From an optimization exercise on the open Yosys and OpenROAD flow, aimed at small area and few clock cycles per item; shortcuts taken in it are not production practice.
The RTL was checked by simulation tests, not by an equivalence proof against the original design.

Design rs_c3_enc, start of the top module:
module rs_c3_enc (
    input  wire        clk,
    input  wire        rst,
    input  wire        in_valid,
    output wire        in_ready,
    input  wire [15:0] in_data,
    output wire        out_valid,
    input  wire        out_ready,
    output wire [15:0] out_data,
    output wire        out_last
);
==> flow/config.mk <==
export PLATFORM = sky130hd
export DESIGN_NAME = rs_c3_enc
export DESIGN_NICKNAME = rs_c3_enc
export VERILOG_FILES = /design/flow/design.v
export SDC_FILE = /design/flow/constraint.sdc
export NUM_CORES = 4
export LEC_CHECK = 0
export CAP_MARGIN = 20
export CORE_MARGIN = 2
export CORE_UTILIZATION = 55
export PLACE_DENSITY = 0.7
export SETUP_SLACK_MARGIN = 0.15
export SLEW_MARGIN = 20
==> flow/constraint.sdc <==
create_clock -name core_clock -period 4.0 [get_ports {clk}]
set_input_delay 0.8000 -clock core_clock [delete_from_list [all_inputs] [get_ports {clk}]]
set_output_delay 0.8000 -clock core_clock [all_outputs]
set_load 0.01 [all_outputs]
standard.sh (not shown) runs the stock make flow with config.mk's settings and CLKGATE_MAP_FILE= SYNTH_SCRIPT=/design/flow/synth_recipe.tcl, a recipe that flattens the netlist after the stock synthesis.
==> flow/flow/run.sh <==
#!/bin/bash
# The standard layout (standard.sh) with two changes:
#  - ABC maps the logic with a plain structural mapping (flow/abc.script), so
#    the XOR network written in the RTL is kept as it is;
#  - extra ORFS make variables from flow/extra.sh (placement/CTS options).
# Each tool's output goes to the ORFS logs under orfs/logs; make's own output
# goes to make.log.
set -euo pipefail
HERE=$(pwd)
cat > my_synth.tcl <<EOF
proc abc {args} {
  set i [lsearch -exact \$args -script]
  if {\$i >= 0} { set args [lreplace \$args [expr {\$i+1}] [expr {\$i+1}] $HERE/flow/abc.script] }
  yosys abc {*}\$args
}
source $HERE/synth_recipe.tcl
EOF
{
  cat flow/extra.sh
  sed -e "s#SYNTH_SCRIPT=[^ ]*#SYNTH_SCRIPT=$HERE/my_synth.tcl#" \
      -e 's#"\${@:-finish}"#"${EXTRA[@]}" "${@:-finish}"#' standard.sh
} > my_standard.sh
bash my_standard.sh > make.log 2>&1
==> flow/flow/abc.script <==
strash
map -a
==> flow/flow/extra.sh <==
EXTRA=("BUFFER_PORTS_ARGS=-buffer_cell sky130_fd_sc_hd__buf_1" "CTS_ARGS=-sink_clustering_enable -repair_clock_nets -dont_use_dummy_load -sink_clustering_size 24 -sink_clustering_max_diameter 120")
Testbench counts at the start, summed over its fixed seeds: cycles 49,280, words 192.
Rerun with:
==> flow/flow/extra.sh (replaced) <==
EXTRA=("BUFFER_PORTS_ARGS=-buffer_cell sky130_fd_sc_hd__buf_2" "CTS_ARGS=-sink_clustering_enable -repair_clock_nets -dont_use_dummy_load -buf_list sky130_fd_sc_hd__clkbuf_8 -root_buf sky130_fd_sc_hd__clkbuf_8")
--- a/flow/config.mk
+++ b/flow/config.mk
@@ -10,4 +10,3 @@
 export CORE_UTILIZATION = 55
 export PLACE_DENSITY = 0.7
-export SETUP_SLACK_MARGIN = 0.15
 export SLEW_MARGIN = 20
Effect: The changed run completed with no timing, DRC or antenna violations; die area is unchanged; synthesized cell count stays the same; routed wire length increases by 0.72%; critical path depth increases by 1.
Rerun with:
--- a/flow/flow/run.sh
+++ b/flow/flow/run.sh
@@ -1,6 +1,7 @@
 #!/bin/bash
 # The standard layout (standard.sh) with two changes:
-#  - ABC maps the logic with a plain structural mapping (flow/abc.script), so
-#    the XOR network written in the RTL is kept as it is;
+#  - the two-input XOR/XNOR gates are mapped straight to xor2_1/xnor2_1 cells
+#    (flow/xormap.v) and ABC maps the rest with a plain structural mapping
+#    (flow/abc.script), so the XOR network written in the RTL is kept as it is;
 #  - extra ORFS make variables from flow/extra.sh (placement/CTS options).
 # Each tool's output goes to the ORFS logs under orfs/logs; make's own output
@@ -10,4 +11,5 @@
 cat > my_synth.tcl <<EOF
 proc abc {args} {
+  yosys techmap -map $HERE/flow/xormap.v
   set i [lsearch -exact \$args -script]
   if {\$i >= 0} { set args [lreplace \$args [expr {\$i+1}] [expr {\$i+1}] $HERE/flow/abc.script] }
==> flow/flow/xormap.v (new file) <==
// Map Yosys's two-input XOR/XNOR gates straight to library cells, so that
// the XOR network written in the RTL reaches the layout gate for gate.
module \$_XOR_ (input A, input B, output Y);
  sky130_fd_sc_hd__xor2_1 _TECHMAP_REPLACE_ (.A(A), .B(B), .X(Y));
endmodule
module \$_XNOR_ (input A, input B, output Y);
  sky130_fd_sc_hd__xnor2_1 _TECHMAP_REPLACE_ (.A(A), .B(B), .Y(Y));
endmodule
Effect: Sequential share of layout area drops by 0.17 points. Register-to-register slack improves by 0.05 ns. Via count drops by 1.9%. Clock-buffer cell count came out lower by 1. Synthesized area hardly moves.

==> afterwards: timing with drivers on the ports <==
Ports are ideal in the flow. The routed layouts listed here were re-timed in OpenROAD. Step 1 sets driving cells, clkbuf_16 on the clock port and buf_2 on the other inputs (assumed; they add their load-dependent delay and slew). Step 2 adds t to the input delays and takes it off the output delays; t is the mean of the earliest and latest rising clock arrival at the registers after step 1. Input paths then give back, and output paths get back, about the clock's delay inside the block. a / b / c = ideal ports / drivers / drivers and shift; a / b = the first two.
| run | shift t [ns] | slack for setup (ns) | worst setup path at the end |
|---|---|---|---|
| the first run | 0.532 | 0.200 / 0.148 / 0.233 | register to register |
| the second run | 0.593 | 0.070 / 0.038 / 0.070 | register to register |
| the third run | 0.593 | 0.096 / 0.047 / 0.119 | register to register |
After both steps setup and hold are still met in every run listed.
